Background: an optimization exercise with open tools, aiming at small area, a short achievable clock period and few clock cycles per item. Do not read the settings as production practice.
The RTL was checked by simulation tests, not by an equivalence proof against the original design.
Power is estimated from default activity; no workload was simulated.

**flow/design.v**
```verilog
module peat_enc (
    input  wire        clk,
    input  wire        rst,
    input  wire        in_valid,
    output wire        in_ready,
    input  wire [15:0] in_v,
    input  wire [15:0] in_up,
    input  wire        in_last,
    input  wire [4:0]  cfg_b,
    input  wire [1:0]  cfg_n,
    input  wire        cfg_bayer,
    input  wire        cfg_restart,
    output wire        rec_valid,
    output wire [15:0] rec_x,
    output wire        out_valid,
    input  wire        out_ready,
    output wire [7:0]  out_data,
    output wire        out_last
);
    localparam NR = 66;            
    localparam W  = 64;            
    localparam TH = W - 45;        
    integer i;
    reg rst_q;
    always @(posedge clk) rst_q <= rst;
    reg        in_ready_q;
    reg        iv_v;
    reg [15:0] iv_x, iv_up;
    reg        iv_last;
    reg [4:0]  iv_b;
    reg [1:0]  iv_n;
    reg        iv_bay, iv_rs;
    reg [1:0]  xpos;
    reg [15:0] rec1, rec2, raw1, raw2, up1, up2;
    reg [2:0]  am1, am2, xm1, xm2, um1, um2;    
    reg [5:0]  cnt;
    reg        pend_raw;
    reg [2:0]  open_segs;
    reg        p2_v;
    reg [15:0] p2_x;
    reg [17:0] p2_d;
    reg [2:0]  p2_r;
    reg [2:0]  p2_t;
    reg        p2_e, p2_ll;
    reg [4:0]  p2_b;
    reg [1:0]  p2_n;
    reg [12*14-1:0] costv;
    reg [10:0] rawc;
    reg        allz;
    reg        cost_clr;
    reg        seg_done;
    reg [4:0]  d_b;
    reg [1:0]  d_n;
    reg        d_ll;
    reg [NR:1] r_v;
    reg [4:0]  r1_b;
    reg [1:0]  r1_n;
    reg        r1_ll;
    reg [15:0] r_x  [1:NR];
    reg [17:0] r_pk [1:NR];
    reg        r_e  [1:NR];
    reg [3:0]  dq_k  [0:3];
    reg [4:0]  dq_b  [0:3];
    reg [1:0]  dq_n  [0:3];
    reg        dq_ll [0:3];
    reg [1:0]  wp, rp;
    reg [2:0]  dcount;
    reg [W-1:0] acc;
    reg [6:0]  fill;
    reg        efirst;
    reg        le_pend;
    reg [3:0]  le_bytes;
    reg        out_valid_q, out_last_q;
    reg        rec_valid_q;
    reg [15:0] rec_x_q;
    assign in_ready  = in_ready_q;
    assign rec_valid = rec_valid_q;
    assign rec_x     = rec_x_q;
    assign out_valid = out_valid_q;
    assign out_last  = out_last_q;
    assign out_data  = acc[W-1:W-8];
    wire [4:0]  B = iv_b;
    wire [1:0]  N = iv_n;
    wire [15:0] x = iv_x;
    wire [15:0] half = 16'd1 << (B - 5'd1);
    wire [16:0] top17 = (17'd1 << B) - 17'd1;
    wire [15:0] top = top17[15:0];
    wire        ltd = iv_bay ? (xpos != 2'd2) : (xpos == 2'd0);
    wire [15:0] ra = iv_bay ? rec2 : rec1;
    wire [15:0] ud = iv_bay ? up2 : up1;
    wire [17:0] xn    = {2'b00, x} + {16'd0, N};
    wire [17:0] dv_a   = xn - {2'b00, ra};
    wire [17:0] dv_b   = xn - {2'b00, iv_up};
    wire [17:0] dv_abc = xn - {2'b00, iv_up} + {2'b00, ud} - {2'b00, ra};
    wire [17:0] dv_h   = xn - {2'b00, half};
    wire        a_gt_b = ra > iv_up;
    wire        c_ge_mx = (ud >= ra) && (ud >= iv_up);
    wire        c_le_mn = (ud <= ra) && (ud <= iv_up);
    reg  [17:0] dd;
    always @(*) begin
        if (iv_rs)          dd = ltd ? dv_h : dv_a;
        else if (ltd)       dd = dv_b;
        else if (c_ge_mx)   dd = a_gt_b ? dv_b : dv_a;       
        else if (c_le_mn)   dd = a_gt_b ? dv_a : dv_b;       
        else                dd = dv_abc;                    
    end
    wire [2:0]  sv   = {N, 1'b1};
    wire [2:0]  xmod, bmod, tmod, hmod;
    modn u_mx (.v(x),     .n(N), .r(xmod));
    modn u_mb (.v(iv_up), .n(N), .r(bmod));
    modn u_mt (.v(top),   .n(N), .r(tmod));
    modn u_mh (.v(half),  .n(N), .r(hmod));
    wire [2:0]  amod = iv_bay ? am2 : am1;
    wire [2:0]  cmod = iv_bay ? um2 : um1;
    wire [3:0]  xns  = {1'b0, xmod} + {2'b00, N};
    wire [2:0]  xnm  = (xns >= {1'b0, sv}) ? xns[2:0] - sv : xns[2:0];
    wire [3:0]  abs_ = {1'b0, amod} + {1'b0, bmod};
    wire [3:0]  abd  = (abs_ >= {1'b0, cmod}) ? abs_ - {1'b0, cmod} : abs_ + {1'b0, sv} - {1'b0, cmod};
    wire [2:0]  abm  = (abd >= {1'b0, sv}) ? abd[2:0] - sv : abd[2:0];
    reg  [2:0]  pmod;
    always @(*) begin
        if (iv_rs)          pmod = ltd ? hmod : amod;
        else if (ltd)       pmod = bmod;
        else if (c_ge_mx)   pmod = a_gt_b ? bmod : amod;
        else if (c_le_mn)   pmod = a_gt_b ? amod : bmod;
        else                pmod = abm;
    end
    wire [2:0]  rem  = (xnm >= pmod) ? xnm - pmod : xnm + sv - pmod;
    wire [14:0] xh   = xn[17:3];
    wire [14:0] xhm1 = xh - 15'd1;
    wire        brw  = xn[2:0] < rem;
    wire [2:0]  xl   = xn[2:0] - rem;
    wire [15:0] xu   = brw ? {xhm1[12:0], xl} : {xh[12:0], xl};
    wire [15:0] gap  = top - x;
    wire signed [3:0] nmr = $signed({2'b00, N}) - $signed({1'b0, rem});
    wire        clo  = (xh == 15'd0) && brw;
    wire        chi  = (gap[15:2] == 14'd0) && (nmr > $signed({2'b00, gap[1:0]}));
    wire [15:0] xr   = clo ? 16'd0 : chi ? top : xu;
    wire [2:0]  tt   = clo ? x[2:0] : chi ? (3'd0 - gap[2:0]) : (rem - {1'b0, N});
    wire [2:0]  xrm  = clo ? 3'd0 : chi ? tmod : pmod;
    wire seg_end_here = iv_last || (cnt == 6'd63);
    wire [11:0] rawc12 = {1'b0, rawc};
    wire [17:0] ww = p2_d - {15'd0, p2_r};
    wire [15:0] wn = {13'd0, p2_r} - p2_d[15:0];
    wire [15:0] ws = (p2_n == 2'd2) ? ww[15:0] : wn;
    wire [15:0] y1 = (p2_n == 2'd1) ? ws + (ws << 2) : ws - (ws << 2);
    wire [15:0] y2 = y1 + (y1 << 4);
    wire [15:0] y3 = y2 + (y2 << 8);
    wire [15:0] z1 = ws + (ws << 3);
    wire [15:0] z2 = z1 + (z1 << 6);
    wire [15:0] z3 = z2 + (z2 << 12);
    wire [15:0] qq = (p2_n == 2'd0) ? ww[15:0] : (p2_n == 2'd3) ? z3 : y3;
    wire [16:0] mm = ww[17] ? {~qq, 1'b1} : {qq, 1'b0};
    wire [17:0] pk = (p2_n == 2'd0) ? {1'b0, mm} :
                     (p2_n == 2'd1) ? {p2_t[1:0], mm[15:0]} : {p2_t, mm[14:0]};
    wire [17:0] pk1 = r_pk[1];
    wire [16:0] m1  = (r1_n == 2'd0) ? pk1[16:0] :
                      (r1_n == 2'd1) ? {1'b0, pk1[15:0]} : {2'b00, pk1[14:0]};
    reg [6*14-1:0] addend;
    always @(*) begin
        for (i = 0; i < 14; i = i + 1) begin
            if ((m1 >> i) < 17'd24)
                addend[6*i +: 6] = (m1 >> i) + 6'd1 + i;
            else
                addend[6*i +: 6] = 6'd25 + r1_b;
        end
    end
    reg [15:0] alive;
    reg        anyz;
    reg [3:0]  best_k;
    integer    b;
    always @(*) begin
        alive = 16'hBFFF;
        for (b = 11; b >= 0; b = b - 1) begin
            anyz = alive[15] && !rawc12[b];
            for (i = 0; i < 14; i = i + 1)
                anyz = anyz || (alive[i] && !costv[12*i + b]);
            for (i = 0; i < 14; i = i + 1)
                if (anyz && costv[12*i + b]) alive[i] = 1'b0;
            if (anyz && rawc12[b]) alive[15] = 1'b0;
        end
        best_k = 4'd15;
        for (i = 13; i >= 0; i = i - 1)
            if (alive[i]) best_k = i;
        if (allz) best_k = 4'd14;
    end
    wire        hv  = r_v[NR];
    wire [15:0] hx  = r_x[NR];
    wire [17:0] hpk = r_pk[NR];
    wire        he  = r_e[NR];
    wire [3:0]  K   = dq_k[rp];
    wire [4:0]  HB  = dq_b[rp];
    wire [1:0]  HN  = dq_n[rp];
    wire        HLL = dq_ll[rp];
    wire [16:0] hm = (HN == 2'd0) ? hpk[16:0] :
                     (HN == 2'd1) ? {1'b0, hpk[15:0]} : {2'b00, hpk[14:0]};
    wire [2:0]  ht = (HN == 2'd0) ? 3'd0 :
                     (HN == 2'd1) ? {hpk[17], hpk[17:16]} : hpk[17:15];
    wire [16:0] hu = hm >> K;
    wire        esc = hu >= 17'd24;
    reg [4:0]  nones;
    reg        zb;
    reg [4:0]  tl;
    reg [16:0] tv;
    always @(*) begin
        if (K == 4'd15) begin
            nones = 5'd0;  zb = 1'b0; tl = HB;         tv = {1'b0, hx};
        end else if (K == 4'd14) begin
            nones = 5'd0;  zb = 1'b0; tl = 5'd0;       tv = 17'd0;
        end else if (esc) begin
            nones = 5'd24; zb = 1'b0; tl = HB + 5'd1;  tv = hm;
        end else begin
            nones = hu[4:0]; zb = 1'b1; tl = {1'b0, K}; tv = hm & ((17'd1 << K) - 17'd1);
        end
    end
    wire [2:0]  hl  = efirst ? 3'd4 : 3'd0;
    wire [5:0]  len = {3'd0, hl} + {1'b0, nones} + {5'd0, zb} + {1'b0, tl};
    wire [6:0]  p0  = fill + {4'd0, hl};
    wire [6:0]  o0  = 7'd64 - p0;                  
    wire [6:0]  o1  = o0 - {2'd0, nones};
    wire [64:0] mk0 = {65{1'b1}} << o0;
    wire [64:0] mk1 = {65{1'b1}} << o1;
    wire [W-1:0] ones = mk1[63:0] & ~mk0[63:0];
    wire [15:0] hrec = (K == 4'd15) ? hx : hx - {{13{ht[2]}}, ht};
    wire fire     = out_valid_q && out_ready;
    wire room     = fill <= TH;
    wire ll_block = le_pend && he && HLL;
    wire consume  = hv && (dcount != 3'd0) && room && !ll_block;
    reg [NR:0] en;
    reg [8:0]  bh, bs;
    reg        wi;
    integer    j, g;
    always @(*) begin
        for (g = 0; g < 9; g = g + 1) begin
            bh[g] = 1'b0;
            for (j = 8 * g + 1; j <= 8 * g + 8; j = j + 1)
                if (j <= NR) bh[g] = bh[g] || !r_v[j];
        end
        bs[8] = 1'b0;
        for (g = 7; g >= 0; g = g - 1)
            bs[g] = bs[g+1] || bh[g+1];
        en[NR] = consume;
        for (i = 0; i < NR; i = i + 1) begin
            wi = 1'b0;
            for (j = i + 1; j <= 8 * (i / 8) + 8; j = j + 1)
                if (j <= NR) wi = wi || !r_v[j];
            en[i] = consume || wi || bs[i / 8];
        end
    end
    wire s1_ok = !pend_raw && !((cnt == 6'd0) && (open_segs == 3'd4));
    wire p2_free = !p2_v || en[0];
    wire take = iv_v && s1_ok && p2_free;
    wire mv = en[1] && r_v[1];     
    wire push = seg_done;
    wire pop = consume && he;
    wire line_end = consume && he && HLL;
    wire [6:0]  tot   = fill + (consume ? {1'b0, len} : 7'd0);
    wire [6:0]  tot_r = line_end ? ((tot + 7'd7) & 7'h78) : tot;
    wire [6:0]  shamt = 7'd64 - fill - {1'b0, len};
    wire [W-1:0] tsh  = {47'd0, tv} << shamt;
    wire [W-1:0] hsh  = efirst ? ({60'd0, K} << (7'd60 - fill)) : {W{1'b0}};
    wire [W-1:0] cs   = consume ? (ones | tsh | hsh) : {W{1'b0}};
    wire [W-1:0] acc0 = acc | cs;
    wire        le_pend_f0 = line_end ? 1'b1 : le_pend;
    wire        le_pend_f1 = line_end ? 1'b1 : (le_pend && (le_bytes != 4'd1));
    wire [3:0]  le_bytes_f0 = line_end ? tot_r[6:3] : le_bytes;
    wire [3:0]  le_bytes_f1 = line_end ? tot_r[6:3] - 4'd1 : le_bytes - 4'd1;
    wire [6:0]  fill_f1 = tot_r - 7'd8;
    reg [NR:1] rv_n;
    reg        holes_n;
    always @(*) begin
        rv_n[1] = en[0] ? p2_v : (en[1] ? 1'b0 : r_v[1]);
        for (i = 2; i <= NR; i = i + 1)
            rv_n[i] = en[i-1] ? r_v[i-1] : (en[i] ? 1'b0 : r_v[i]);
        holes_n = 1'b0;
        for (i = 1; i <= NR; i = i + 1)
            holes_n = holes_n || !rv_n[i];
    end
    wire       he_n = en[NR-1] ? r_e[NR-1] : r_e[NR];
    wire [2:0] dcount_n = dcount + (push ? 3'd1 : 3'd0) - (pop ? 3'd1 : 3'd0);
    wire       p2_v_n = take ? 1'b1 : (en[0] ? 1'b0 : p2_v);
    wire [5:0] cnt_n = take ? (seg_end_here ? 6'd0 : cnt + 6'd1) : cnt;
    wire       pend_raw_n = (take && seg_end_here && !iv_last && (N != 2'd0)) ? 1'b1 :
                            (seg_done && !d_ll) ? 1'b0 : pend_raw;
    wire [2:0] open_segs_n = open_segs + ((take && cnt == 6'd0) ? 3'd1 : 3'd0) -
                             (pop ? 3'd1 : 3'd0);
    wire       base_n = !pend_raw_n && !((cnt_n == 6'd0) && (open_segs_n == 3'd4));
    wire       cons_pre = rv_n[NR] && (dcount_n != 3'd0);
    wire       cons_f0 = cons_pre && (tot_r <= TH) && !(le_pend_f0 && he_n);
    wire       cons_f1 = cons_pre && (fill_f1 <= TH) && !(le_pend_f1 && he_n);
    wire       tk_f0 = base_n && (!p2_v_n || holes_n || cons_f0);
    wire       tk_f1 = base_n && (!p2_v_n || holes_n || cons_f1);
    wire       iv_hold = iv_v && !take;
    wire       tk_n = tk_f0;
    wire       ready_n = in_ready_q ? (!in_valid || tk_n) : (!iv_hold || tk_n);
    always @(posedge clk) begin
        if (in_ready_q) begin
            iv_x  <= in_v >> (5'd16 - cfg_b);
            iv_up   <= in_up;
            iv_last <= in_last;
            iv_b    <= cfg_b;
            iv_n    <= cfg_n;
            iv_bay  <= cfg_bayer;
            iv_rs   <= cfg_restart;
        end
        if (take) begin
            xpos <= iv_last ? 2'd0 : ((xpos == 2'd2) ? 2'd2 : xpos + 2'd1);
            rec1 <= xr;
            rec2 <= rec1;
            raw1 <= x;
            raw2 <= raw1;
            up1  <= iv_up;
            up2  <= up1;
            am1  <= xrm;
            am2  <= am1;
            xm1  <= xmod;
            xm2  <= xm1;
            um1  <= bmod;
            um2  <= um1;
            p2_x <= x;
            p2_d <= dd;
            p2_r <= rem;
            p2_t <= tt;
            p2_e <= seg_end_here;
            p2_ll <= iv_last;
            p2_b <= B;
            p2_n <= N;
        end else if (seg_done && !d_ll && pend_raw && best_k == 4'd15) begin
            rec1 <= raw1;
            rec2 <= raw2;
            am1  <= xm1;
            am2  <= xm2;
        end
        for (i = 0; i < 14; i = i + 1)
            costv[12*i +: 12] <= (cost_clr ? 12'd0 : costv[12*i +: 12]) +
                                 (mv ? {6'd0, addend[6*i +: 6]} : 12'd0);
        rawc <= (cost_clr ? 11'd0 : rawc) + (mv ? {6'd0, r1_b} : 11'd0);
        allz <= (cost_clr ? 1'b1 : allz) && !(mv && m1 != 17'd0);
        if (mv && r_e[1]) begin
            d_b  <= r1_b;
            d_n  <= r1_n;
            d_ll <= r1_ll;
        end
        if (en[0]) begin
            r_x[1]  <= p2_x;
            r_pk[1] <= pk;
            r_e[1]  <= p2_e;
            r1_b    <= p2_b;
            r1_n    <= p2_n;
            r1_ll   <= p2_ll;
        end
        for (i = 2; i <= NR; i = i + 1) begin
            if (en[i-1]) begin
                r_x[i]  <= r_x[i-1];
                r_pk[i] <= r_pk[i-1];
                r_e[i]  <= r_e[i-1];
            end
        end
        if (push) begin
            dq_k[wp]  <= best_k;
            dq_b[wp]  <= d_b;
            dq_n[wp]  <= d_n;
            dq_ll[wp] <= d_ll;
        end
        acc <= fire ? {acc0[W-9:0], 8'd0} : acc0;
        rec_x_q <= hrec;
        if (rst_q) begin
            iv_v      <= 1'b0;
            xpos      <= 2'd0;
            cnt       <= 6'd0;
            pend_raw  <= 1'b0;
            open_segs <= 3'd0;
            p2_v      <= 1'b0;
            cost_clr  <= 1'b1;
            seg_done  <= 1'b0;
            for (i = 1; i <= NR; i = i + 1)
                r_v[i] <= 1'b0;
            wp        <= 2'd0;
            rp        <= 2'd0;
            dcount    <= 3'd0;
            fill      <= 7'd0;
            acc       <= {W{1'b0}};
            efirst    <= 1'b1;
            le_pend   <= 1'b0;
            le_bytes  <= 4'd0;
            out_last_q <= 1'b0;
        end else begin
            iv_v      <= in_ready_q ? in_valid : iv_hold;
            cnt       <= cnt_n;
            pend_raw  <= pend_raw_n;
            open_segs <= open_segs_n;
            p2_v      <= p2_v_n;
            cost_clr  <= mv && r_e[1];
            seg_done  <= mv && r_e[1];
            for (i = 1; i <= NR; i = i + 1)
                r_v[i] <= rv_n[i];
            if (push) wp <= wp + 2'd1;
            if (pop)  rp <= rp + 2'd1;
            dcount    <= dcount_n;
            fill      <= fire ? fill_f1 : tot_r;
            if (consume) efirst <= he;
            le_pend   <= fire ? le_pend_f1 : le_pend_f0;
            le_bytes  <= fire ? le_bytes_f1 : le_bytes_f0;
            out_last_q <= fire ? (le_pend_f1 && le_bytes_f1 == 4'd1)
                               : (le_pend_f0 && le_bytes_f0 == 4'd1);
        end
        if (rst || rst_q) begin
            in_ready_q  <= 1'b0;
            out_valid_q <= 1'b0;
            rec_valid_q <= 1'b0;
        end else begin
            in_ready_q  <= ready_n;
            out_valid_q <= fire ? (le_pend_f1 || fill_f1 >= 7'd9)
                                : (le_pend_f0 || tot_r >= 7'd9);
            rec_valid_q <= consume;
        end
    end
endmodule
module modn (
    input  wire [15:0] v,
    input  wire [1:0]  n,
    output wire [2:0]  r
);
    wire [4:0] s3 = v[1:0] + v[3:2] + v[5:4] + v[7:6] + v[9:8] + v[11:10] +
                    v[13:12] + v[15:14];
    wire [2:0] m3 = s3 % 5'd3;
    wire [5:0] s5 = v[3:0] + v[7:4] + v[11:8] + v[15:12];
    wire [2:0] m5 = s5 % 6'd5;
    wire [5:0] s7 = v[2:0] + v[5:3] + v[8:6] + v[11:9] + v[14:12] + v[15];
    wire [2:0] m7 = s7 % 6'd7;
    assign r = (n == 2'd0) ? 3'd0 : (n == 2'd1) ? m3 : (n == 2'd2) ? m5 : m7;
endmodule
```
**flow/run.sh**
```bash
#!/bin/bash
# synth_recipe.tcl (not shown) runs the flow's synth.tcl, then flattens the netlist and writes it again
# the make line also repeats each setting of config.mk as NAME=value (left out here)
make -C /OpenROAD-flow-scripts/flow DESIGN_CONFIG=/design/flow/config.mk WORK_HOME=/design/flow/orfs CLKGATE_MAP_FILE= SYNTH_SCRIPT=/design/flow/synth_recipe.tcl finish
```
**flow/config.mk**
```make
export PLATFORM = sky130hd
export DESIGN_NAME = peat_enc
export DESIGN_NICKNAME = peat_enc
export VERILOG_FILES = /design/flow/design.v
export SDC_FILE = /design/flow/constraint.sdc
export NUM_CORES = 4
export LEC_CHECK = 0
export CAP_MARGIN = 20
export CORE_MARGIN = 2
export CORE_UTILIZATION = 40
export SLEW_MARGIN = 20
```
**flow/constraint.sdc**
```tcl
create_clock -name core_clock -period 55.0 [get_ports {clk}]
set_input_delay 11.0000 -clock core_clock [delete_from_list [all_inputs] [get_ports {clk}]]
set_output_delay 11.0000 -clock core_clock [all_outputs]
set_load 0.01 [all_outputs]
```
==> results by group, run 1 <==
Die
  – Die area: 0.324 mm^2
  – # rows: 207
  – Initial Util: 0.402
  – Die width: 569 um
  – Die Span Y: 569 um
  – Ports: 74
  – Core area: 0.318 mm^2

Layout
  – Most frequent cells in the layout: 2562 x edfxtp_1, 714 x nor2_1, 605 x a21oi_1
  – Final Core Density: 0.452
  – Layout Nets: 10264
  – Register Area: 0.0843 mm^2
  – Commonest non-fill, non-tap cell in the layout: edfxtp_1
  – Fillers: 27791
  – Final instance area: 0.144 mm^2
  – Area grow syn2layout: 12.5%
  – Multi-input logic area: 0.0400 mm^2
  – Share of layout cells above drive strength 1: 0.0784

Clock tree
  – Post-CTS Setup Repair Bufs: 0
  – Clock Sinks: 2932
  – TritonCTS Buffers: 304
  – Clk pin slew, worst setup/hold paths: 0.06 ns
  – CTS resizes: 0
  – Hold Buf Count CTS: 0
  – # H-tree levels: 5
  – Clock Path Buffers: 4
  – Clock Latency Late Sink: 0.90 ns
  – Clock root buffer: clkbuf_16
  – TritonCTS clock tree: yes

Critical path
  – CP Data Arrival Time: 18.04 ns
  – Worst-path maximum fanout: 27
  – Crit path required time: 55.71 ns
  – CP startpoint kind: flip-flop
  – Crit path kind: flip-flop to flip-flop
  – Most frequent CP cell: ha_1
  – Slowest cell delay on critical path: 0.56 ns
  – Worst path slowest cell: fa_1
  – Critical path capture point type: flip-flop

Placed design
  – Post-DP HPWL: 219000 um
  – RD Place Congestion: 0.904
  – Setup slack at placement: 37.54 ns
  – Area after DPL: 0.134 mm^2
  – Port bufs: 73

STA
  – Final critical-path required period: 17.32 ns
  – Fin Clk Skew: 0.0724 ns
  – Final critical-path setup slack: 37.68 ns
  – Fmax: 57.7 MHz
  – Pins Over Slew Limit: 0
  – Tcrit/Tclk final: 0.315
  – Actual slew at the worst max-slew pin: 1.17 ns
  – Slew headroom: 0.216
  – Final hold viol count: 0
  – Final setup vio count: 0
  – Setup TNS: 0 ns
  – RSZ-0062 raised after global routing: no

Power and ir drop
  – Switching share of power: 0.321
  – Gate power share: 0.312
  – Cell Int Power: 4.97 mW
  – Clk network pwr share: 0.278
  – Psw: 2.35 mW
  – Static Leak: 56.1 nW
  – Maximum vdd drop: 111 uV
  – Final Total Pwr: 7.32 mW
  – Pwr dens: 51.0 mW/mm^2
  – Seq pwr share: 0.410

Route
  – Routed Antenna Nets: 0
  – DRC errors left: 0
  – Vias per inst: 5.37
  – Vias: 74839
  – Drt pass-1 iters: 7
  – Routed wire per std cell: 22.0 um
  – DR iter-0 viols: 6025
  – Wirelength, routed: 307000 um

Global route
  – Largest net degree at the start of global routing: 97
  – Vias in the first global route: 75374
  – Total GRT Usage: 0.187
  – Initial antenna violation count: 6
  – GRT overflow: 0
  – First-pass GRT wire length: 467000 um

Synth
  – EDFF count, synth: 2562
  – Syn_nets: 10033
  – Dominant cells by area after synthesis: edfxtp_1 60%, dfxtp_1 5.8%, ha_1 5.4%
  – Cell taking the most area after synthesis: edfxtp_1
  – Synthesis-stage register bit count: 2932
  – Synth top area share: 0.603
  – Cell variety after synth: 112
  – Syn Std Cell Area: 0.128 mm^2
  – Synth async-reset ratio: 0
  – Dominant synthesized flop cell: edfxtp_1
  – YS warnings: 4
  – Syn Area/Cell: 13.8 um^2
  – Synth Instances: 9275
  – Seq/Total Area, Yosys: 0.661

Worst hold path
  – Worst Hold Class: flip-flop to flip-flop

Run
  – Max Cap Viol: 0

Run status
  – Outcome: finished clean
## flip-flops by register name (all words and copies together) (netlist names), 6 cells and up, named ones only
name	flops
dq_b	20
up1	16
p2_d	18
iv_x	16
cnt	6
r_x	1056
rec1	16
rawc	11
raw2	16
iv_up	16
fill	7
r_e	66
rec_x_q	16
r_v	66
p2_x	16
rec2	16
dq_k	16
r_pk	1188
dq_n	8
costv	168
up2	16
acc	64
## path summary, 6_finish.rpt
path | endpoint | slack, ns | start | cells past startpoint
max reg2reg | rec1[0] | 37.68 | iv_up[0] | 69
min reg2reg | r_x[3][7] | 0.36 | r_x[2][7] | 0
max | rec1[0] | 37.68 | iv_up[0] | 69
min | r_x[3][7] | 0.36 | r_x[2][7] | 0
## power groups by stage
stage               clock [mW]  combinational (mW)  sequential, mW
floorplan                    0                1.71            2.95
CTS                       2.10                2.29            3.01
global placement             0                2.26            3.04
finish                    2.04                2.29            3.00
global route              2.19                2.58            3.03
detailed placement           0                2.28            3.04
## through the flow
| step | instances | hold slack, ns |
|---|---|---|
| 5_1_grt | 13939 | 0.369 |
| 2_1_floorplan | 9275 | 0.400 |
| 3_3_place_gp | 13379 | 0.401 |
| 4_1_cts | 13936 | 0.365 |
| 6_report | 13942 | 0.365 |
| 3_5_place_dp | 13379 | 0.405 |
## cell families after synthesis
logic type	Yosys count	synth area share
simple gates	2030	0.0746
mux	245	0.0219
flops	2932	0.661
compound gates	1967	0.101
buf+inv	872	0.0266
fa+ha+maj	720	0.0801
xor+xnor	509	0.0349
## critical path: cells and delay by family (launching register included)
family          cells  cell delay, ns
fa+ha+maj          18            6.70
flops               1            0.54
simple gates       15            2.57
xor+xnor            3            0.57
mux                 4            1.13
buf+inv             8            0.98
compound gates     21            4.61
## layout make-up
class | count | share of cell area
Sequential cell | 2932 | 0.587
Multi-Input combinational cell | 5471 | 0.279
Clock buffer | 386 | 0.0567
Tap cell | 4180 | 0.0364
Inverter | 573 | 0.0150
Timing Repair Buffer | 224 | 0.0130
Clock inverter | 171 | 0.0127
Antenna cell | 5 | 0.0000871
## layer usage
| metal | wire, um | GRT usage | vias up |
|---|---|---|---|
| met5 | 0 | 0 | - |
| met4 | 10000 | 0.0616 | 0 |
| met3 | 14400 | 0.0249 | 494 |
| met2 | 145000 | 0.307 | 1899 |
| met1 | 138000 | 0.256 | 37545 |
| li1 | - | - | 34901 |
## synthesized netlist by cell type (all sizes together), types with 28 or more instances
cell type  count
edfxtp      2562
nor2         716
a21oi        608
inv          569
ha           548
nand2        520
dfxtp        370
xnor2        340
o21ai        333
clkbuf       246
a21o         215
a211oi       180
xor2         169
fa           164
mux2i        163
nor2b        138
nor3         132
nand3        123
o21bai        96
nand2b        65
mux2          61
o22ai         60
and2          53
buf           53
or3           48
o221ai        47
nand4         46
nor4          43
and3          39
o211ai        39
a221oi        36
nor3b         34
a31oi         33
a22oi         32
or2           32
o31ai         28
Testbench counts, summed over its fixed seeds: cycles 99,021, samples 95,644.
==> run 2: changes to the inputs <==
--- a/flow/design.v
+++ b/flow/design.v
@@ -31,4 +31,11 @@
     reg [1:0]  iv_n;
     reg        iv_bay, iv_rs;
+    reg        s0_v;
+    reg [15:0] s0_x, s0_up;
+    reg        s0_last;
+    reg [4:0]  s0_b;
+    reg [1:0]  s0_n;
+    reg        s0_bay, s0_rs;
+    reg [2:0]  s0_xm, s0_bm;
     reg [1:0]  xpos;
     reg [15:0] rec1, rec2, raw1, raw2, up1, up2;
@@ -80,24 +87,30 @@
     assign out_last  = out_last_q;
     assign out_data  = acc[W-1:W-8];
-    wire [4:0]  B = iv_b;
-    wire [1:0]  N = iv_n;
-    wire [15:0] x = iv_x;
-    wire [15:0] half = 16'd1 << (B - 5'd1);
-    wire [16:0] top17 = (17'd1 << B) - 17'd1;
-    wire [15:0] top = top17[15:0];
-    wire        ltd = iv_bay ? (xpos != 2'd2) : (xpos == 2'd0);
-    wire [15:0] ra = iv_bay ? rec2 : rec1;
-    wire [15:0] ud = iv_bay ? up2 : up1;
-    wire [17:0] xn    = {2'b00, x} + {16'd0, N};
-    wire [17:0] dv_a   = xn - {2'b00, ra};
-    wire [17:0] dv_b   = xn - {2'b00, iv_up};
-    wire [17:0] dv_abc = xn - {2'b00, iv_up} + {2'b00, ud} - {2'b00, ra};
-    wire [17:0] dv_h   = xn - {2'b00, half};
-    wire        a_gt_b = ra > iv_up;
-    wire        c_ge_mx = (ud >= ra) && (ud >= iv_up);
-    wire        c_le_mn = (ud <= ra) && (ud <= iv_up);
+    wire [2:0]  ivxm, ivbm;
+    modn u_mx (.v(iv_x),  .n(iv_n), .r(ivxm));
+    modn u_mb (.v(iv_up), .n(iv_n), .r(ivbm));
+    wire [4:0]  B = s0_b;
+    wire [1:0]  N = s0_n;
+    wire [15:0] x = s0_x;
+    reg  [15:0] half, top;
+    always @(*) begin
+        for (i = 0; i < 16; i = i + 1) begin
+            top[i]  = (B > i);
+            half[i] = (B == i + 1);
+        end
+    end
+    wire        ltd = s0_bay ? (xpos != 2'd2) : (xpos == 2'd0);
+    wire [15:0] ra = s0_bay ? rec2 : rec1;
+    wire [15:0] ud = s0_bay ? up2 : up1;
+    wire [17:0] dv_a   = {2'b00, x} + {16'd0, N} - {2'b00, ra};
+    wire [17:0] dv_b   = {2'b00, x} + {16'd0, N} - {2'b00, s0_up};
+    wire [17:0] dv_abc = {2'b00, x} + {16'd0, N} - {2'b00, s0_up} + {2'b00, ud} - {2'b00, ra};
+    wire [17:0] dv_h   = {2'b00, x} + {16'd0, N} - {2'b00, half};
+    wire        a_gt_b = ra > s0_up;
+    wire        c_ge_mx = (ud >= ra) && (ud >= s0_up);
+    wire        c_le_mn = (ud <= ra) && (ud <= s0_up);
     reg  [17:0] dd;
     always @(*) begin
-        if (iv_rs)          dd = ltd ? dv_h : dv_a;
+        if (s0_rs)          dd = ltd ? dv_h : dv_a;
         else if (ltd)       dd = dv_b;
         else if (c_ge_mx)   dd = a_gt_b ? dv_b : dv_a;       
@@ -107,37 +120,86 @@
     wire [2:0]  sv   = {N, 1'b1};
     wire [2:0]  xmod, bmod, tmod, hmod;
-    modn u_mx (.v(x),     .n(N), .r(xmod));
-    modn u_mb (.v(iv_up), .n(N), .r(bmod));
-    modn u_mt (.v(top),   .n(N), .r(tmod));
-    modn u_mh (.v(half),  .n(N), .r(hmod));
-    wire [2:0]  amod = iv_bay ? am2 : am1;
-    wire [2:0]  cmod = iv_bay ? um2 : um1;
-    wire [3:0]  xns  = {1'b0, xmod} + {2'b00, N};
-    wire [2:0]  xnm  = (xns >= {1'b0, sv}) ? xns[2:0] - sv : xns[2:0];
-    wire [3:0]  abs_ = {1'b0, amod} + {1'b0, bmod};
-    wire [3:0]  abd  = (abs_ >= {1'b0, cmod}) ? abs_ - {1'b0, cmod} : abs_ + {1'b0, sv} - {1'b0, cmod};
-    wire [2:0]  abm  = (abd >= {1'b0, sv}) ? abd[2:0] - sv : abd[2:0];
-    reg  [2:0]  pmod;
+    assign xmod = s0_xm;
+    assign bmod = s0_bm;
+    wire [1:0]  bm3 = (B == 5'd9 || B == 5'd12 || B == 5'd15) ? 2'd0 :
+                      (B == 5'd10 || B == 5'd13 || B == 5'd16) ? 2'd1 : 2'd2;
+    reg  [2:0]  tm, hm_;
+    always @(*) begin
+        case (N)
+            2'd1: begin tm = B[0] ? 3'd1 : 3'd0; hm_ = B[0] ? 3'd1 : 3'd2; end
+            2'd2: begin
+                tm  = (B[1:0] == 2'd0) ? 3'd0 : (B[1:0] == 2'd1) ? 3'd1 : (B[1:0] == 2'd2) ? 3'd3 : 3'd2;
+                hm_ = (B[1:0] == 2'd0) ? 3'd3 : (B[1:0] == 2'd1) ? 3'd1 : (B[1:0] == 2'd2) ? 3'd2 : 3'd4;
+            end
+            2'd3: begin
+                tm  = (bm3 == 2'd0) ? 3'd0 : (bm3 == 2'd1) ? 3'd1 : 3'd3;
+                hm_ = (bm3 == 2'd0) ? 3'd4 : (bm3 == 2'd1) ? 3'd1 : 3'd2;
+            end
+            default: begin tm = 3'd0; hm_ = 3'd0; end
+        endcase
+    end
+    assign tmod = tm;
+    assign hmod = hm_;
+    wire [2:0]  amod = s0_bay ? am2 : am1;
+    wire [2:0]  cmod = s0_bay ? um2 : um1;
+    function [2:0] msub;
+        input [2:0] p, q, s;
+        reg [3:0] d, e;
+        begin
+            d = {1'b0, p} - {1'b0, q};
+            e = {1'b0, p} + {1'b0, s} - {1'b0, q};
+            msub = d[3] ? e[2:0] : d[2:0];
+        end
+    endfunction
+    function [2:0] madd;
+        input [2:0] p, q, s;
+        reg [3:0] d, e;
+        begin
+            d = {1'b0, p} + {1'b0, q};
+            e = {1'b0, p} + {1'b0, q} - {1'b0, s};
+            madd = e[3] ? d[2:0] : e[2:0];
+        end
+    endfunction
+    wire [2:0]  xnm  = madd(xmod, {1'b0, N}, sv);           
+    wire [2:0]  bcm  = msub(bmod, cmod, sv);                
+    wire [2:0]  abm  = madd(amod, bcm, sv);                 
+    wire [2:0]  r_h  = msub(xnm, hmod, sv);
+    wire [2:0]  r_b  = msub(xnm, bmod, sv);
+    wire [2:0]  r_a  = msub(xnm, amod, sv);
+    wire [2:0]  xnc  = msub(xnm, bcm, sv);
+    wire [2:0]  r_c  = msub(xnc, amod, sv);
+    reg  [2:0]  pmod, rem;
+    always @(*) begin
+        if (s0_rs)          begin pmod = ltd ? hmod : amod; rem = ltd ? r_h : r_a; end
+        else if (ltd)       begin pmod = bmod; rem = r_b; end
+        else if (c_ge_mx)   begin pmod = a_gt_b ? bmod : amod; rem = a_gt_b ? r_b : r_a; end
+        else if (c_le_mn)   begin pmod = a_gt_b ? amod : bmod; rem = a_gt_b ? r_a : r_b; end
+        else                begin pmod = abm; rem = r_c; end
+    end
+    wire signed [3:0] dl  = $signed({2'b00, N}) - $signed({1'b0, rem});
+    wire [3:0]  xln = {2'b00, x[1:0]} + {2'b00, N};
+    wire signed [4:0] lo2 = $signed({1'b0, xln}) - $signed({2'b00, rem});
+    wire [13:0] xh   = x[15:2];
+    reg  [13:0] xhp, xhm;
+    reg         allo, allz_;
     always @(*) begin
-        if (iv_rs)          pmod = ltd ? hmod : amod;
-        else if (ltd)       pmod = bmod;
-        else if (c_ge_mx)   pmod = a_gt_b ? bmod : amod;
-        else if (c_le_mn)   pmod = a_gt_b ? amod : bmod;
-        else                pmod = abm;
+        allo = 1'b1;
+        allz_ = 1'b1;
+        for (i = 0; i < 14; i = i + 1) begin
+            xhp[i] = xh[i] ^ allo;
+            xhm[i] = xh[i] ^ allz_;
+            allo  = allo && xh[i];
+            allz_ = allz_ && !xh[i];
+        end
     end
-    wire [2:0]  rem  = (xnm >= pmod) ? xnm - pmod : xnm + sv - pmod;
-    wire [14:0] xh   = xn[17:3];
-    wire [14:0] xhm1 = xh - 15'd1;
-    wire        brw  = xn[2:0] < rem;
-    wire [2:0]  xl   = xn[2:0] - rem;
-    wire [15:0] xu   = brw ? {xhm1[12:0], xl} : {xh[12:0], xl};
-    wire [15:0] gap  = top - x;
-    wire signed [3:0] nmr = $signed({2'b00, N}) - $signed({1'b0, rem});
-    wire        clo  = (xh == 15'd0) && brw;
-    wire        chi  = (gap[15:2] == 14'd0) && (nmr > $signed({2'b00, gap[1:0]}));
+    wire [15:0] xu   = lo2[4] ? {xhm, lo2[1:0]} : lo2[2] ? {xhp, lo2[1:0]} : {xh, lo2[1:0]};
+    wire [15:0] gap  = top & ~x;
+    wire        clo  = (xh == 14'd0) && lo2[4];
+    wire signed [3:0] ngp = $signed({2'b00, N}) - $signed({2'b00, gap[1:0]});
+    wire        chi  = (gap[15:2] == 14'd0) && ($signed({1'b0, rem}) < ngp);
     wire [15:0] xr   = clo ? 16'd0 : chi ? top : xu;
     wire [2:0]  tt   = clo ? x[2:0] : chi ? (3'd0 - gap[2:0]) : (rem - {1'b0, N});
     wire [2:0]  xrm  = clo ? 3'd0 : chi ? tmod : pmod;
-    wire seg_end_here = iv_last || (cnt == 6'd63);
+    wire seg_end_here = s0_last || (cnt == 6'd63);
     wire [11:0] rawc12 = {1'b0, rawc};
     wire [17:0] ww = p2_d - {15'd0, p2_r};
@@ -226,29 +288,12 @@
     wire room     = fill <= TH;
     wire ll_block = le_pend && he && HLL;
-    wire consume  = hv && (dcount != 3'd0) && room && !ll_block;
-    reg [NR:0] en;
-    reg [8:0]  bh, bs;
-    reg        wi;
-    integer    j, g;
-    always @(*) begin
-        for (g = 0; g < 9; g = g + 1) begin
-            bh[g] = 1'b0;
-            for (j = 8 * g + 1; j <= 8 * g + 8; j = j + 1)
-                if (j <= NR) bh[g] = bh[g] || !r_v[j];
-        end
-        bs[8] = 1'b0;
-        for (g = 7; g >= 0; g = g - 1)
-            bs[g] = bs[g+1] || bh[g+1];
-        en[NR] = consume;
-        for (i = 0; i < NR; i = i + 1) begin
-            wi = 1'b0;
-            for (j = i + 1; j <= 8 * (i / 8) + 8; j = j + 1)
-                if (j <= NR) wi = wi || !r_v[j];
-            en[i] = consume || wi || bs[i / 8];
-        end
-    end
+    wire consume  = cons_q;
+    reg          cons_q;
+    reg [NR-1:0] hole_q;
+    wire [NR:0]  en = {cons_q, {NR{cons_q}} | hole_q};
     wire s1_ok = !pend_raw && !((cnt == 6'd0) && (open_segs == 3'd4));
     wire p2_free = !p2_v || en[0];
-    wire take = iv_v && s1_ok && p2_free;
+    wire take = s0_v && s1_ok && p2_free;
+    wire mv0  = iv_v && (!s0_v || take);
     wire mv = en[1] && r_v[1];     
     wire push = seg_done;
@@ -269,11 +314,15 @@
     reg [NR:1] rv_n;
     reg        holes_n;
-    always @(*) begin
+    always @(*) begin : rvn
         rv_n[1] = en[0] ? p2_v : (en[1] ? 1'b0 : r_v[1]);
         for (i = 2; i <= NR; i = i + 1)
             rv_n[i] = en[i-1] ? r_v[i-1] : (en[i] ? 1'b0 : r_v[i]);
-        holes_n = 1'b0;
-        for (i = 1; i <= NR; i = i + 1)
-            holes_n = holes_n || !rv_n[i];
+    end
+    reg [NR-1:0] hole_n;
+    always @(*) begin
+        hole_n[NR-1] = !rv_n[NR];
+        for (i = NR - 2; i >= 0; i = i - 1)
+            hole_n[i] = hole_n[i+1] || !rv_n[i+1];
+        holes_n = hole_n[0];
     end
     wire       he_n = en[NR-1] ? r_e[NR-1] : r_e[NR];
@@ -281,5 +330,5 @@
     wire       p2_v_n = take ? 1'b1 : (en[0] ? 1'b0 : p2_v);
     wire [5:0] cnt_n = take ? (seg_end_here ? 6'd0 : cnt + 6'd1) : cnt;
-    wire       pend_raw_n = (take && seg_end_here && !iv_last && (N != 2'd0)) ? 1'b1 :
+    wire       pend_raw_n = (take && seg_end_here && !s0_last && (N != 2'd0)) ? 1'b1 :
                             (seg_done && !d_ll) ? 1'b0 : pend_raw;
     wire [2:0] open_segs_n = open_segs + ((take && cnt == 6'd0) ? 3'd1 : 3'd0) -
@@ -287,14 +336,19 @@
     wire       base_n = !pend_raw_n && !((cnt_n == 6'd0) && (open_segs_n == 3'd4));
     wire       cons_pre = rv_n[NR] && (dcount_n != 3'd0);
+    wire [1:0] rp_n = rp + (pop ? 2'd1 : 2'd0);
+    wire       hll_n = (push && (dcount_n == 3'd1)) ? d_ll : dq_ll[rp_n];
+    wire       cx_f0 = cons_pre && (tot_r <= TH) && !(le_pend_f0 && he_n && hll_n);
+    wire       cx_f1 = cons_pre && (fill_f1 <= TH) && !(le_pend_f1 && he_n && hll_n);
     wire       cons_f0 = cons_pre && (tot_r <= TH) && !(le_pend_f0 && he_n);
     wire       cons_f1 = cons_pre && (fill_f1 <= TH) && !(le_pend_f1 && he_n);
-    wire       tk_f0 = base_n && (!p2_v_n || holes_n || cons_f0);
+    wire       tk_f0 = s0_v_n && base_n && (!p2_v_n || holes_n || cons_f0);
     wire       tk_f1 = base_n && (!p2_v_n || holes_n || cons_f1);
-    wire       iv_hold = iv_v && !take;
+    wire       iv_hold = iv_v && !mv0;
+    wire       s0_v_n  = mv0 ? 1'b1 : (take ? 1'b0 : s0_v);
     wire       tk_n = tk_f0;
-    wire       ready_n = in_ready_q ? (!in_valid || tk_n) : (!iv_hold || tk_n);
+    wire       ready_n = in_ready_q ? (!in_valid || !s0_v_n || tk_n) : (!iv_hold || !s0_v_n || tk_n);
     always @(posedge clk) begin
         if (in_ready_q) begin
-            iv_x  <= in_v >> (5'd16 - cfg_b);
+            iv_x    <= cfg_b[4] ? in_v : ((in_v >> 1) >> ~cfg_b[2:0]);
             iv_up   <= in_up;
             iv_last <= in_last;
@@ -304,11 +358,22 @@
             iv_rs   <= cfg_restart;
         end
+        if (mv0) begin
+            s0_x    <= iv_x;
+            s0_up   <= iv_up;
+            s0_last <= iv_last;
+            s0_b    <= iv_b;
+            s0_n    <= iv_n;
+            s0_bay  <= iv_bay;
+            s0_rs   <= iv_rs;
+            s0_xm   <= ivxm;
+            s0_bm   <= ivbm;
+        end
         if (take) begin
-            xpos <= iv_last ? 2'd0 : ((xpos == 2'd2) ? 2'd2 : xpos + 2'd1);
+            xpos <= s0_last ? 2'd0 : ((xpos == 2'd2) ? 2'd2 : xpos + 2'd1);
             rec1 <= xr;
             rec2 <= rec1;
             raw1 <= x;
             raw2 <= raw1;
-            up1  <= iv_up;
+            up1  <= s0_up;
             up2  <= up1;
             am1  <= xrm;
@@ -323,5 +388,5 @@
             p2_t <= tt;
             p2_e <= seg_end_here;
-            p2_ll <= iv_last;
+            p2_ll <= s0_last;
             p2_b <= B;
             p2_n <= N;
@@ -367,4 +432,5 @@
         if (rst_q) begin
             iv_v      <= 1'b0;
+            s0_v      <= 1'b0;
             xpos      <= 2'd0;
             cnt       <= 6'd0;
@@ -385,6 +451,11 @@
             le_bytes  <= 4'd0;
             out_last_q <= 1'b0;
+            cons_q    <= 1'b0;
+            hole_q    <= {NR{1'b1}};
         end else begin
+            cons_q    <= fire ? cx_f1 : cx_f0;
+            hole_q    <= hole_n;
             iv_v      <= in_ready_q ? in_valid : iv_hold;
+            s0_v      <= s0_v_n;
             cnt       <= cnt_n;
             pend_raw  <= pend_raw_n;
==> run 2 against run 1 <==
Still clean on timing, DRC and antenna. Wire length fell by 1.1%. Critical endpoint is now rec2[3]. Global-route usage fell by 0.41 points. Sequential power fell by 3%. Synthesized cell count fell by 0.56%. Largest power group unchanged.
==> results by group, run 2 <==
Run status
  – Outcome: finished clean

Route
  – DRC errors left: 0 (unchanged)
  – Met2 wire len: 141000 um (-2.6%)
  – DR top layer: met4
  – Wirelength, routed: 304000 um (-1.1%)
  – Met3 wire length: 14300 um (-0.89%)
  – Met1 WL: 139000 um (+0.54%)
  – Drt pass-1 iters: 8 (+1)
  – Routed Antenna Nets: 0 (unchanged)
  – Vias: 74034 (-1.1%)
  – Routed wire per std cell: 21.8 um (-1.0%)
  – Vias per inst: 5.31 (-1.0%)
  – DR iter-0 viols: 5361 (-11%)

Clock tree
  – Clk pin slew, worst setup/hold paths: 0.06 ns (about the same)
  – Clock root buffer: clkbuf_16
  – # H-tree levels: 5 (unchanged)
  – CTS resizes: 0 (unchanged)
  – Post-CTS Setup Repair Bufs: 0 (unchanged)
  – TritonCTS Buffers: 312 (+2.6%)
  – Clock Path Buffers: 4 (unchanged)
  – Clock Latency Late Sink: 0.92 ns (+0.02 ns)
  – Clock Sinks: 3048 (+4.0%)
  – TritonCTS clock tree: yes
  – Hold Buf Count CTS: 0 (unchanged)

Layout
  – Commonest non-fill, non-tap cell in the layout: edfxtp_1
  – Final instance area: 0.145 mm^2 (+0.77%)
  – Largest register FFs: 1188 (unchanged)
  – Layout Nets: 10035 (-2.2%)
  – Share of layout cells above drive strength 1: 0.0819 (+0.00345)
  – Biggest regs: r_pk: 1188 flops, r_x: 1056 flops, costv: 168 flops
  – Fillers: 28176 (+1.4%)
  – Most frequent cells in the layout: 2610 x edfxtp_1, 652 x nor2_1, 573 x a21oi_1
  – Area grow syn2layout: 12.3%
  – Register with the most flip-flops: r_pk

Die
  – Die Span Y: 572 um (+0.48%)
  – Initial Util: 0.402 (about the same)
  – Ports: 74 (unchanged)
  – Core area: 0.321 mm^2 (+0.97%)
  – Die width: 572 um (+0.48%)
  – # rows: 208 (+0.48%)
  – Die area: 0.327 mm^2 (+0.96%)

Synth
  – Count leader, synth: edfxtp_1
  – Syn_nets: 9898 (-1.3%)
  – Synth async-reset ratio: 0 (unchanged)
  – Synth top cells by count: 2610 x edfxtp_1, 654 x nor2_1, 576 x a21oi_1
  – Synthesis-stage register bit count: 3048 (+4.0%)
  – Dominant synthesized flop cell: edfxtp_1
  – Syn Std Cell Area: 0.129 mm^2 (+0.97%)
  – Synth top area share: 0.608 (+0.00541)
  – EDFF count, synth: 2610 (+1.9%)
  – Dominant cells by area after synthesis: edfxtp_1 61%, dfxtp_1 6.8%, ha_1 4.9%
  – Cell variety after synth: 109 (-2.7%)
  – Syn Area/Cell: 14.0 um^2 (+1.5%)
  – Seq/Total Area, Yosys: 0.676 (+0.0154)
  – Cell taking the most area after synthesis: edfxtp_1
  – Synth Instances: 9223 (-0.56%)
  – YS warnings: 4 (unchanged)

Critical path
  – Slowest cell delay on critical path: 0.79 ns (+0.23 ns)
  – Worst path slowest cell: o2111ai_2
  – Critical path capture point type: flip-flop
  – Crit path kind: flip-flop to flip-flop
  – Reg2reg path depth: 31 (-55%)
  – Register-to-Register Setup Slack: 41.13 ns (+3.46 ns)
  – CP startpoint kind: flip-flop
  – CP Data Arrival Time: 14.36 ns (-3.68 ns)
  – Reg-to-reg startpoint: costv[154]
  – Worst-path maximum fanout: 43 (+59%)
  – RR Endpoint: rec2[3]
  – Crit path required time: 55.49 ns (-0.22 ns)

Worst hold path
  – Hold wc startpoint: r_pk[13][10]
  – Hold Path End: r_pk[14][10]
  – Cells on Worst Hold Path: 0 (unchanged)
  – Worst Hold Class: flip-flop to flip-flop

STA
  – Fin Clk Skew: 0.0667 ns (-0.00569 ns)
  – Tcrit/Tclk final: 0.252 (-0.0628)
  – Fmax: 72.1 MHz (+25%)
  – RSZ-0062 raised after global routing: no
  – Final critical-path required period: 13.87 ns (-3.46 ns)
  – Setup TNS: 0 ns (unchanged)
  – Final setup vio count: 0 (unchanged)
  – Pins Over Slew Limit: 0 (unchanged)
  – Slew headroom: 0.208 (-0.00826)
  – Final hold viol count: 0 (unchanged)
  – Actual slew at the worst max-slew pin: 1.18 ns (+0.00835 ns)

Power and ir drop
  – Pwr dens: 40.8 mW/mm^2 (-20%)
  – Maximum vdd drop: 38.7 uV (-65%)
  – Static Leak: 53.2 nW (-5.2%)

Global route
  – Largest net degree at the start of global routing: 92 (-5.2%)
  – Initial antenna violation count: 7 (+1)
  – Vias in the first global route: 74598 (-1.0%)
  – First-pass GRT wire length: 459000 um (-1.6%)
  – GRT overflow: 0 (unchanged)
  – Total GRT Usage: 0.183 (-0.00406)

Placed design
  – Port bufs: 73 (unchanged)
  – RD Place Congestion: 0.915 (+1.2%)
  – Post-DP HPWL: 217000 um (-0.84%)
  – Area after DPL: 0.134 mm^2 (+0.54%)

Run
  – Max Cap Viol: 0 (unchanged)
==> run 2: cell types whose count changed in the layout (fill, tap and decap cells not counted), sizes merged, moves of 28 or more <==
cell	previous run	this run
o21ai	333	300
edfxtp	2562	2610
or2	32	127
buf	151	82
or3	48	97
fa	164	122
nor2	716	654
nand2b	65	93
a21oi	608	576
ha	548	507
nor3	132	101
inv	582	470
nor3b	34	94
dfxtp	370	438
==> run 2: cell families after synthesis <==
kind of cell	synth area share
xor+xnor	0.0328
simple gates	0.0814
fa+ha+maj	0.0682
buf+inv	0.0242
flops	0.676
mux	0.0169
compound gates	0.101
==> run 2: critical path: cells and delay by family, from the launching register on <==
family,cells,cell delay [ns]
AO/OA/AOI/OAI,16,6.38
buffers and inverters,2,0.83
flip-flops,1,0.44
AND/OR/NAND/NOR,13,5.68
==> run 2: routing by layer <==
layer | track usage | vias to the layer above
li1 | - | 34708
met1 | 0.253 | 37042
met2 | 0.297 | 1818
met3 | 0.0248 | 466
met4 | 0.0588 | 0
met5 | 0 | -
==> run 2: final cells by class <==
type                    instances  area [um^2]  area share
flip-flops and latches       3048        87200       0.602
multi-input cells            5379        38700       0.268
clock buffers                 395         8350      0.0577
well taps                    4305         5390      0.0372
clock inverters               174         1970      0.0136
inverters                     464         1750      0.0121
repair buffers                155         1350     0.00930
diodes                         12         30.0    0.000208
==> run 2: how the worst max path moves through the flow <==
stage / start / endpoint / slack, ns / cells after the start
3_5_place_dp: costv[154] / am1[0] / 41.41 / 31
4_1_cts: in_ready_q / in_ready / 41.29 / 2
3_3_place_gp: cfg_b[0] / iv_x[5] / 41.43 / 5
2_1_floorplan: cfg_b[0] / iv_x[7] / 42.26 / 7
6_report: costv[154] / rec2[3] / 41.13 / 31
5_1_grt: costv[82] / rec2[3] / 40.34 / 31
==> run 2: report_power, final <==
group / total [mW] / internal, mW / switching (mW)
registers: 2.91 / 2.80 / 0.102
logic: 0.893 / 0.363 / 0.529
clock network: 2.11 / 1.23 / 0.879
total: 5.91 / 4.40 / 1.51
==> run 2: per-stage QoR <==
| step | power (mW) | std cells | setup WS [ns] | util | hold slack [ns] |
|---|---|---|---|---|---|
| 6_report | 5.91 | 13932 | 41.13 | 0.451 | 0.374 |
| 4_1_cts | 5.98 | 13918 | 41.29 | 0.451 | 0.370 |
| 5_1_grt | 6.19 | 13926 | 40.34 | 0.451 | 0.378 |
| 3_3_place_gp | 3.80 | 13349 | 41.43 | 0.419 | 0.400 |
| 3_5_place_dp | 3.84 | 13349 | 41.41 | 0.419 | 0.405 |
| 2_1_floorplan | 3.57 | 9223 | 42.26 | - | 0.400 |
Testbench counts of run 2, summed over its fixed seeds: cycles 99,021, samples 95,644.
==> run 3: changes to the inputs <==
--- a/flow/config.mk
+++ b/flow/config.mk
@@ -8,4 +8,4 @@
 export CAP_MARGIN = 20
 export CORE_MARGIN = 2
-export CORE_UTILIZATION = 40
+export CORE_UTILIZATION = 60
 export SLEW_MARGIN = 20
==> run 3 against run 2 <==
Core utilization rose by 22 points. Design area fell by 1.2%. Clock power rose by 4%. Highest routed layer is now met5. Fmax fell by 2.0%. Synthesized area did not move. Critical endpoint is now am1[1]. Still clean. Largest cell class unchanged. Sequential share of layout area rose by 0.73 points.
==> results by group, run 3 <==
Worst hold path
  – Worst Hold Class: flip-flop to flip-flop
  – Hold wc startpoint: r_x[16][5]
  – Hold Path End: r_x[17][5]
  – Cells on Worst Hold Path: 0 (unchanged)

STA
  – Final setup vio count: 0 (unchanged)
  – Pins Over Slew Limit: 0 (unchanged)
  – Fmax: 70.7 MHz (-2.0%)
  – Fin Clk Skew: 0.0980 ns (+0.0313 ns)
  – Final hold viol count: 0 (unchanged)
  – Actual slew at the worst max-slew pin: 1.19 ns (+0.0134 ns)
  – Final critical-path required period: 14.15 ns (+0.284 ns)
  – RSZ-0062 raised after global routing: no
  – Setup TNS: 0 ns (unchanged)
  – Slew headroom: 0.207 (-0.000623)
  – Tcrit/Tclk final: 0.257 (+0.00516)

Layout
  – Most frequent cells in the layout: 2610 x edfxtp_1, 652 x nor2_1, 574 x a21oi_1
  – Commonest non-fill, non-tap cell in the layout: edfxtp_1
  – Layout Nets: 10068 (+0.33%)
  – Biggest regs: r_pk: 1188 flops, r_x: 1056 flops, costv: 168 flops
  – Area grow syn2layout: 10.9%
  – Fillers: 14364 (-49%)
  – Share of layout cells above drive strength 1: 0.0856 (+0.00370)
  – Register with the most flip-flops: r_pk
  – Largest register FFs: 1188 (unchanged)

Critical path
  – Worst path bufs/invs: 2 (unchanged)
  – Worst-path maximum fanout: 43 (unchanged)
  – Crit path required time: 55.52 ns (+0.03 ns)
  – Worst path slowest cell: o2111ai_2
  – Worst path top cell family by delay: compound AO/OA/AOI/OAI gates
  – Reg2reg path depth: 31 (unchanged)
  – Crit path kind: flip-flop to flip-flop
  – CP startpoint kind: flip-flop
  – Reg-to-reg startpoint: costv[119]
  – RR Endpoint: am1[1]
  – Slowest cell delay on critical path: 0.79 ns (about the same)
  – Register-to-Register Setup Slack: 40.85 ns (-0.28 ns)
  – Critical path capture point type: flip-flop
  – CP Data Arrival Time: 14.67 ns (+0.31 ns)

Clock tree
  – # H-tree levels: 5 (unchanged)
  – Clock Sinks: 3048 (unchanged)
  – Clock Latency Late Sink: 0.96 ns (+0.04 ns)
  – Post-CTS Setup Repair Bufs: 0 (unchanged)
  – Clock Path Buffers: 4 (unchanged)
  – CTS resizes: 0 (unchanged)
  – Hold Buf Count CTS: 0 (unchanged)
  – TritonCTS Buffers: 311 (-0.32%)
  – TritonCTS clock tree: yes
  – Clock root buffer: clkbuf_16
  – Clk pin slew, worst setup/hold paths: 0.07 ns (about the same)

Route
  – Drt pass-1 iters: 11 (+3)
  – Vias per inst: 6.40 (+20%)
  – DRC errors left: 0 (unchanged)
  – Routed wire per std cell: 29.2 um (+34%)
  – Routed Antenna Nets: 0 (unchanged)
  – Vias: 79810 (+7.8%)
  – Wirelength, routed: 364000 um (+20%)
  – DR iter-0 viols: 9677 (+81%)

Power and ir drop
  – Gate power share: 0.148 (-0.003)
  – Psw: 1.63 mW (+7.7%)
  – Static Leak: 53.3 nW (+0.31%)
  – Switching share of power: 0.269 (+0.0134)
  – Final Total Pwr: 6.05 mW (+2.3%)
  – Clk network pwr share: 0.363 (+0.006)
  – Cell Int Power: 4.42 mW (+0.51%)
  – Seq pwr share: 0.488 (-0.004)
  – Pwr dens: 42.3 mW/mm^2 (+3.6%)
  – Maximum vdd drop: 60.9 uV (+57%)

Global route
  – GRT overflow: 0 (unchanged)
  – GRT met2 Usage: 0.557 (+0.260)
  – Grt met1 use: 0.418 (+0.165)
  – Largest net degree at the start of global routing: 79 (-14%)
  – Met3 Track Usage GR: 0.0535 (+0.0287)
  – GRT busiest layer: met2
  – Total GRT Usage: 0.330 (+0.148)
  – Vias in the first global route: 80343 (+7.7%)
  – First-pass GRT wire length: 534000 um (+16%)
  – Initial antenna violation count: 10 (+3)

Synth
  – Count leader, synth: edfxtp_1
  – Cell taking the most area after synthesis: edfxtp_1
  – Syn Std Cell Area: 0.129 mm^2 (unchanged)
  – EDFF count, synth: 2610 (unchanged)
  – Dominant synthesized flop cell: edfxtp_1
  – Syn_nets: 9898 (unchanged)
  – Dominant cells by area after synthesis: edfxtp_1 61%, dfxtp_1 6.8%, ha_1 4.9%
  – Synthesis-stage register bit count: 3048 (unchanged)
  – Synth async-reset ratio: 0 (unchanged)
  – Synth top cells by count: 2610 x edfxtp_1, 654 x nor2_1, 576 x a21oi_1
  – Syn Area/Cell: 14.0 um^2 (unchanged)
  – Synth top area share: 0.608 (unchanged)
  – Synth Instances: 9223 (unchanged)
  – Cell variety after synth: 109 (unchanged)
  – YS warnings: 4 (unchanged)
  – Seq/Total Area, Yosys: 0.676 (unchanged)

Placed design
  – RD Place Congestion: 0.966 (+5.6%)
  – Post-DP HPWL: 221000 um (+1.9%)
  – Port bufs: 73 (unchanged)

Die
  – Core area: 0.214 mm^2 (-33%)
  – Die Span Y: 467 um (-18%)
  – Die area: 0.219 mm^2 (-33%)
  – Initial Util: 0.602 (+0.201)
  – # rows: 170 (-18%)
  – Ports: 74 (unchanged)
  – Die width: 467 um (-18%)

Run status
  – Outcome: finished clean

Run
  – Max Cap Viol: 0 (unchanged)
## run 3: cell counts after synthesis
No cell type changed its count.
## run 3: cell type report
cell class	instances	area, um^2	area share
timing repair buffer	189	1630	0.0114
antenna	6	15.0	0.000105
multi-input combinational	5379	38700	0.271
clock inverter	156	1800	0.0126
tap	2838	3550	0.0248
inverter	464	1740	0.0122
sequential	3048	87200	0.610
clock buffer	384	8310	0.0581
## run 3: worst max path at each step
| stage | from | to | slack (ns) | cells past startpoint |
|---|---|---|---|---|
| after floorplan | cfg_b[0] | iv_x[7] | 42.26 | 7 |
| after global placement | costv[119] | am1[2] | 41.44 | 31 |
| after detailed placement | costv[119] | am1[2] | 41.29 | 31 |
| after CTS | costv[119] | rec2[15] | 41.22 | 31 |
| after global routing | costv[119] | rec2[15] | 40.34 | 31 |
| final | costv[119] | am1[1] | 40.85 | 31 |
## run 3: metal layers
layer | vias up | share of wire
met3 | 1243 | 0.077
met1 | 39371 | 0.37
met5 | - | 0.00014
li1 | 34661 | -
met2 | 4527 | 0.49
met4 | 8 | 0.059
## run 3: worst reg2reg max path: cells and delay by family (launching register included)
| family | cells | cell delay (ns) |
|---|---|---|
| and+or+nand+nor | 14 | 6.09 |
| buffers and inverters | 2 | 0.86 |
| AOI/OAI and AO/OA | 15 | 6.38 |
| DFF | 1 | 0.38 |
## run 3: power by group through the flow
stage               registers [mW]  logic, mW  clock network [mW]
finish                        2.95      0.898                2.20
floorplan                     2.89      0.680                   0
global placement              2.94      0.843                   0
CTS                           2.95      0.884                2.23
global route                  2.97      0.996                2.30
detailed placement            2.96      0.875                   0
## run 3: logic make-up after synthesis
family | share of synthesized area
AO/OA/AOI/OAI | 0.101
XOR/XNOR | 0.0328
adder cells (fa/ha/maj) | 0.0682
buffers and inverters | 0.0242
flip-flops | 0.676
multiplexers | 0.0169
AND/OR/NAND/NOR | 0.0814
## run 3: through the flow
stage          hold slack [ns]  setup WS, ns  instance area (um^2)  utilization  cells
3_5_place_dp             0.405         41.29                133000        0.620  11916
6_report                 0.388         40.85                143000        0.668  12464
4_1_cts                  0.380         41.22                143000        0.668  12456
3_3_place_gp             0.400         41.44                133000        0.620  11916
5_1_grt                  0.387         40.34                143000        0.668  12460
2_1_floorplan            0.400         42.26                129000            -   9223

port drivers added, routing unchanged:
The flow's constraints put no driver on any port. The routed layouts listed below were extracted and timed again, unchanged, in two steps. Step 1 (the two cells are an assumption about what drives the block):
set clk [get_ports {clk}]
set_driving_cell -lib_cell sky130_fd_sc_hd__clkbuf_16 $clk
set_driving_cell -lib_cell sky130_fd_sc_hd__buf_2 [delete_from_list [all_inputs] $clk]
Step 2, shift: input delay + t, output delay - t, t = (earliest + latest rising clock arrival at the registers) / 2. This alone moves slack from input paths to output paths. a / b / c = ideal / step 1 / step 2; a / b = the first two.
| run | t, ns | setup WS [ns] | worst setup path after step 2 |
|---|---|---|---|
| run 1 | 0.968 | 37.675 / 37.675 / 37.675 | register to register |
| run 2 | 0.978 | 41.131 / 41.131 / 41.131 | register to register |
| run 3 | 1.003 | 40.847 / 40.847 / 40.847 | register to register |
After both steps every run listed still meets setup and hold.
